Background: an optimization exercise with open tools, aiming at small area, a short achievable clock period and few clock cycles per item. Do not read the settings as production practice.
In this exercise RTL edits were held to simulation tests only and were not proved equivalent to the original.

===== flow/constraint.sdc =====
create_clock -name core_clock -period 16.0 [get_ports {clk}]
set_input_delay 3.2000 -clock core_clock [delete_from_list [all_inputs] [get_ports {clk}]]
set_output_delay 3.2000 -clock core_clock [all_outputs]
set_load 0.01 [all_outputs]

===== flow/run.sh =====
#!/bin/bash
# synth_recipe.tcl (not shown) runs the flow's synth.tcl, then flattens the netlist and writes it again
# the make line also repeats each setting of config.mk as NAME=value (left out here)
make -C /OpenROAD-flow-scripts/flow DESIGN_CONFIG=/design/flow/config.mk WORK_HOME=/design/flow/orfs CLKGATE_MAP_FILE= SYNTH_SCRIPT=/design/flow/synth_recipe.tcl finish

===== flow/config.mk =====
export PLATFORM = sky130hd
export DESIGN_NAME = vint_unit
export DESIGN_NICKNAME = vint_unit
export VERILOG_FILES = /design/flow/design.v
export SDC_FILE = /design/flow/constraint.sdc
export NUM_CORES = 4
export LEC_CHECK = 0
export CAP_MARGIN = 20
export CORE_MARGIN = 2
export CORE_UTILIZATION = 25
export SLEW_MARGIN = 20

===== flow/design.v =====
module vint_elem #(
    parameter W = 16
) (
    input  wire [5:0]   func,
    input  wire [W-1:0] a,
    input  wire [W-1:0] b,
    output reg  [W-1:0] res,    
    output reg          cmp,    
    output reg          sat     
);
    localparam [W-1:0] SMAX = {1'b0, {(W-1){1'b1}}};
    localparam [W-1:0] SMIN = {1'b1, {(W-1){1'b0}}};
    localparam [W-1:0] UMAX = {W{1'b1}};
    localparam SW = $clog2(W);
    wire signed [W-1:0] as = a;
    wire signed [W-1:0] bs = b;
    wire signed [W+1:0] sum_s  = {{2{a[W-1]}}, a} + {{2{b[W-1]}}, b};
    wire signed [W+1:0] diff_s = {{2{a[W-1]}}, a} - {{2{b[W-1]}}, b};
    wire        [W:0]   sum_u  = {1'b0, a} + {1'b0, b};
    wire        [W:0]   sum_u1 = {1'b0, a} + {1'b0, b} + 1'b1;
    wire                  mul_signed = (func == 6'h07);
    wire signed [W:0]     m_a  = {mul_signed & a[W-1], a};
    wire signed [W:0]     m_b  = {mul_signed & b[W-1], b};
    wire signed [2*W+1:0] prod = m_a * m_b;
    wire [SW-1:0] sh = b[SW-1:0];
    always @* begin
        res = {W{1'b0}};
        cmp = 1'b0;
        sat = 1'b0;
        case (func)
            6'h00: res = a + b;
            6'h01: res = a - b;
            6'h02: begin                                    
                if (sum_s > $signed({2'b00, SMAX}))      begin res = SMAX; sat = 1'b1; end
                else if (sum_s < $signed({2'b11, SMIN})) begin res = SMIN; sat = 1'b1; end
                else res = sum_s[W-1:0];
            end
            6'h03: begin                                    
                if (sum_u[W]) begin res = UMAX; sat = 1'b1; end
                else res = sum_u[W-1:0];
            end
            6'h04: begin                                    
                if (diff_s > $signed({2'b00, SMAX}))      begin res = SMAX; sat = 1'b1; end
                else if (diff_s < $signed({2'b11, SMIN})) begin res = SMIN; sat = 1'b1; end
                else res = diff_s[W-1:0];
            end
            6'h05: begin                                    
                if (a < b) begin res = {W{1'b0}}; sat = 1'b1; end
                else res = a - b;
            end
            6'h06: res = prod[W-1:0];                     
            6'h07: res = prod[2*W-1:W];                   
            6'h08: res = prod[2*W-1:W];                   
            6'h09: res = (as < bs) ? a : b;                 
            6'h0A: res = (as > bs) ? a : b;                 
            6'h0B: res = (a < b) ? a : b;                   
            6'h0C: res = (a > b) ? a : b;                   
            6'h0D: res = a & b;
            6'h0E: res = a | b;
            6'h0F: res = a ^ b;
            6'h10: res = a & ~b;                            
            6'h11: res = a << sh;                           
            6'h12: res = a >> sh;                           
            6'h13: res = as >>> sh;                         
            6'h14: res = a[W-1] ? (~a + 1'b1) : a;          
            6'h15: res = ~a + 1'b1;                         
            6'h16: res = sum_u1[W:1];                       
            6'h20: cmp = (a == b);
            6'h21: cmp = (a != b);
            6'h22: cmp = (as < bs);
            6'h23: cmp = (as <= bs);
            6'h24: cmp = (a < b);
            6'h25: cmp = (a <= b);
            default: ;
        endcase
    end
endmodule
module vint_unit (
    input  wire        clk,
    input  wire        rst,
    input  wire        in_valid,
    output wire        in_ready,
    input  wire [5:0]  in_func,
    input  wire        in_type,
    input  wire        in_zero,
    input  wire [3:0]  in_pred,
    input  wire [63:0] in_a,
    input  wire [63:0] in_b,
    input  wire [63:0] in_d,
    output reg         out_valid,
    output reg  [63:0] out_d,
    output reg  [3:0]  out_p,
    output reg         out_sat
);
    assign in_ready = 1'b1;
    reg        s1_valid;
    reg [5:0]  s1_func;
    reg        s1_type;
    reg        s1_zero;
    reg [3:0]  s1_pred;
    reg [63:0] s1_a, s1_b, s1_d;
    always @(posedge clk) begin
        if (rst)
            s1_valid <= 1'b0;
        else
            s1_valid <= in_valid;
        if (in_valid) begin
            s1_func <= in_func;
            s1_type <= in_type;
            s1_zero <= in_zero;
            s1_pred <= in_pred;
            s1_a    <= in_a;
            s1_b    <= in_b;
            s1_d    <= in_d;
        end
    end
    wire [63:0] r16;
    wire [3:0]  c16, s16;
    wire [63:0] r32;
    wire [1:0]  c32, s32;
    genvar i;
    generate
        for (i = 0; i < 4; i = i + 1) begin : g_e16
            vint_elem #(.W(16)) u_e (
                .func (s1_func),
                .a    (s1_a[16*i +: 16]),
                .b    (s1_b[16*i +: 16]),
                .res  (r16[16*i +: 16]),
                .cmp  (c16[i]),
                .sat  (s16[i])
            );
        end
        for (i = 0; i < 2; i = i + 1) begin : g_e32
            vint_elem #(.W(32)) u_e (
                .func (s1_func),
                .a    (s1_a[32*i +: 32]),
                .b    (s1_b[32*i +: 32]),
                .res  (r32[32*i +: 32]),
                .cmp  (c32[i]),
                .sat  (s32[i])
            );
        end
    endgenerate
    wire is_cmp = (s1_func[5:3] == 3'b100);
    reg [63:0] merged;
    reg [3:0]  pres;
    reg        sat_any;
    integer k;
    always @* begin
        merged  = s1_d;
        pres    = 4'b0000;
        sat_any = 1'b0;
        if (s1_type == 1'b0) begin
            for (k = 0; k < 4; k = k + 1) begin
                if (s1_pred[k]) begin
                    merged[16*k +: 16] = r16[16*k +: 16];
                    pres[k]            = c16[k];
                    sat_any            = sat_any | s16[k];
                end else if (s1_zero) begin
                    merged[16*k +: 16] = 16'h0000;
                end
            end
        end else begin
            for (k = 0; k < 2; k = k + 1) begin
                if (s1_pred[k]) begin
                    merged[32*k +: 32] = r32[32*k +: 32];
                    pres[k]            = c32[k];
                    sat_any            = sat_any | s32[k];
                end else if (s1_zero) begin
                    merged[32*k +: 32] = 32'h0000_0000;
                end
            end
        end
        if (is_cmp)
            merged = s1_d;
        else
            pres = 4'b0000;
    end
    always @(posedge clk) begin
        if (rst)
            out_valid <= 1'b0;
        else
            out_valid <= s1_valid;
        if (s1_valid) begin
            out_d   <= merged;
            out_p   <= pres;
            out_sat <= sat_any;
        end
    end
endmodule

==> results.tsv <==
stage	metric	value	unit
route	via_count	146000	
timing	slew_viol_final	0	
global_route	grt_pass1_wl	1190000	um
timing	clock_skew	0.173	ns
worst_setup_path	arrival	13.27	ns
route	drc	0	
worst_setup_path	worstPathMaxFanout	30	
die	die_height	787	um
synth	ys_seq_area_share	5.37	%
timing	slew_headroom	6.63	%
die	io_pins	278	
layout	layout-drive-gt1-share	5.77	%
cts	clockBufferDepth	3	
worst_setup_path	crit_type	register to register	
synth	ys_types	128	
route	wire_per_inst	32.7	um
cts	clkSinkCount	275	
global_route	antenna_found_initial	104	
worst_setup_path	critPathCaptureType	register	
die	placementRows	287	
layout	final_nets	22400	
route	ant_nets	0	
cts	post_cts_buffers	0	
worst_setup_path	cp.required	16.54	ns
route	drt-initial-drc-count	19100	
worst_setup_path	startpoint_type	register	
global_route	gr-usage-all-layers	27.1	%
layout	synthToLayoutAreaGrowth	9.91	%
worst_setup_path	critPathMaxStageDelay	1.05	ns
route	vias_per_cell	5.53	
job	drv_cap	0	
synth	synth.ff_latch_count	275	
synth	yosys_warnings	3	
timing	finalSetupTns	0	ns
worst_setup_path	slowest_stage	nor2_1	
place	hpwlAfterDp	683000	um
route	firstDrtPassIters	9	
place	gp_congestion	1.06	
layout	fill_cells	66000	
timing	hold_viol_final	0	
synth	postSynthCellCount	18400	
synth	syn_avg_cell_area	8.34	um2
worst_hold_path	hp-class	register to register	
global_route	grt_max_degree	75	
die	dieArea	0.620	mm2
layout	final_util	27.6	%
cts	ctsHoldBuffers	0	
cts	clkTransAtPathRegs	0.06	ns
cts	tritoncts	done	
global_route	overflow	0	
timing	period_share	79.6	%
cts	clk_latency	0.86	ns
timing	finalSetupViolCount	0	
timing	worst_slack	3.26	ns
synth	ys_async_sr_fraction	0	%
cts	cts-buffers-inserted	47	
timing	period_minus_slack	12.74	ns
synth	syn_nets	22600	
synth	synth_flop_cell	edfxtp_1	
die	die_w	787	um
synth	synth-edff-count	273	
die	core_area	0.611	mm2
place	io_buffer_count	276	
synth	syn_area	0.153	mm2
timing	rsz0062_at_grt	no	
status	status	finished clean	
timing	fmax	78.5	MHz
cts	htreeDepth	2	
timing	tightest_slew	1.37	ns
cts	cts_root_buf	clkbuf_16	
worst_setup_path	crit_path_frequent_cell	fa_1	
cts	ctsResizeCount	0	
die	start_util	25.1	%
global_route	grt_pass1_vias	146000	
route	routed_wl	863000	um
place	dp_slack	3.57	ns
## per-stage QoR
step           hold WS (ns)  area [um2]  cells
6_report              0.509      169000  26400
3_5_place_dp          0.613      167000  26300
5_1_grt               0.537      169000  26400
3_3_place_gp          0.588      167000  26300
4_1_cts               0.482      168000  26300
2_1_floorplan         0.495      153000  18400
## worst paths after layout
| check | from | endpoint | slack (ns) | depth (start not counted) |
|---|---|---|---|---|
| worst max-delay path | s1_func[2] | out_d[26] | 3.26 | 31 |
| worst min-delay path | s1_d[6] | out_d[6] | 0.51 | 2 |
| worst max register to register | s1_func[2] | out_d[26] | 3.26 | 31 |
| worst min register to register | s1_d[6] | out_d[6] | 0.51 | 2 |
## flip-flops by register name, indices dropped and copies added (netlist names)
register   cells
s1_a          64
out_valid      1
s1_func        6
s1_b          64
out_d         64
s1_type        1
s1_zero        1
s1_d          64
s1_pred        4
out_sat        1
out_p          4
s1_valid       1
## cell usage in the layout (no fill, tap or decap), types with 70 or more instances in the layout
cell type           n
mux2i_1           191
o21ai_0           618
o31ai_1            72
mux4_2            105
clkdlybuf4s50_1   275
buf_4             582
o211ai_1          128
nand4_1           110
nor4_1             83
o21a_1             70
a21o_1            176
nand2b_1           96
xor2_1            111
o22ai_1            88
a221oi_1          118
xnor2_1           498
a21oi_1           753
nand3_1           206
a211oi_1          147
ha_1              960
nor3_1            234
a22oi_1            80
nand2_1          2155
nor2_1           1604
inv_1            3816
edfxtp_1          273
and3_1             81
o221ai_1           77
a31oi_1           112
fa_1             3042
## synthesized netlist by cell type (all sizes together) (66+ instances only)
| cell type | count | area, um2 |
|---|---|---|
| o221ai | 78 | 689 |
| nor3 | 243 | 1230 |
| o21ai | 651 | 3270 |
| o31ai | 78 | 596 |
| nand3 | 209 | 1050 |
| clkbuf | 746 | 2800 |
| a21oi | 760 | 3820 |
| or3 | 66 | 418 |
| xnor2 | 501 | 4400 |
| ha | 960 | 12000 |
| a22oi | 80 | 601 |
| a21o | 176 | 1320 |
| nor4 | 95 | 692 |
| nor2 | 1624 | 6110 |
| nand4 | 111 | 701 |
| mux4 | 105 | 2360 |
| o21a | 70 | 526 |
| buf | 354 | 1500 |
| o2111ai | 68 | 596 |
| inv | 3844 | 14400 |
| a31oi | 114 | 726 |
| fa | 3042 | 60900 |
| a2111oi | 82 | 766 |
| and3 | 82 | 518 |
| and2 | 73 | 457 |
| o211ai | 129 | 973 |
| a221oi | 123 | 1120 |
| xor2 | 111 | 972 |
| o22ai | 88 | 551 |
| a211oi | 154 | 1200 |
| nand2 | 2165 | 8130 |
| edfxtp | 273 | 8200 |
| mux2i | 191 | 1910 |
| nand2b | 97 | 609 |
## layout make-up
cell class	count	area, um2	area share [%]
multi-input cells	13100	127000	75.1
inverters	3881	14600	8.64
repair buffers	866	7310	4.34
diodes	49	123	0.0727
flip-flops and latches	275	8240	4.89
well taps	8092	10100	6.00
clock buffers	52	1190	0.709
clock inverters	34	363	0.215
## critical path, delay by kind of cell, from the launching register on
family                   cells  cell delay [ns]
flip-flops                   1             0.88
buffers and inverters        7             1.12
adder cells (fa/ha/maj)      9             4.83
AO/OA/AOI/OAI                6             1.82
AND/OR/NAND/NOR              8             3.42
multiplexers                 1             0.34
## per-layer routing
layer	wire length, um	vias to the layer above	GRT usage (%)	part of all wire [%]
met4	68800	78	16.9	8.0
met5	541	-	0	0.063
li1	-	58500	-	-
met1	344000	74700	35.6	40
met2	349000	10100	38.8	40
met3	100000	2462	8.18	12
## kinds of logic after synthesis
family | share of synthesized area [%]
and+or+nand+nor | 14.2
xor gates and xnor gates | 3.51
buffers and inverters | 12.3
other | 0.00244
adders and majority gates | 47.5
DFF | 5.37
muxes | 3.23
AOI/OAI and AO/OA | 13.9
Testbench counts, summed over its fixed seeds: cycles 16,016, items 16,000.

static timing again, ports no longer ideal:
In the flow no input, the clock included, has a driving cell. The finished layout below was timed again as built, in two steps. Step 1 assumes that a clkbuf_16 drives the clock port and a buf_2 every other input. Step 2 times the ports against the registers' clock, not the clock port: input delays grow and output delays shrink by t, the midpoint of the rising clock arrivals with the driver on. a / b / c = ideal / step 1 / step 2; a / b = the first two.
shift t [ns]: 0.891
setup WS [ns]: 3.264 / 3.264 / 3.264
clock arrival spread, ns: 0.173 / 0.173
worst register clock-pin slew, ns: 0.10 / 0.10
After both steps this run still meets setup and hold. The setup slack of this run moves by 0.000 ns with the drivers and by 0.000 ns with both steps.
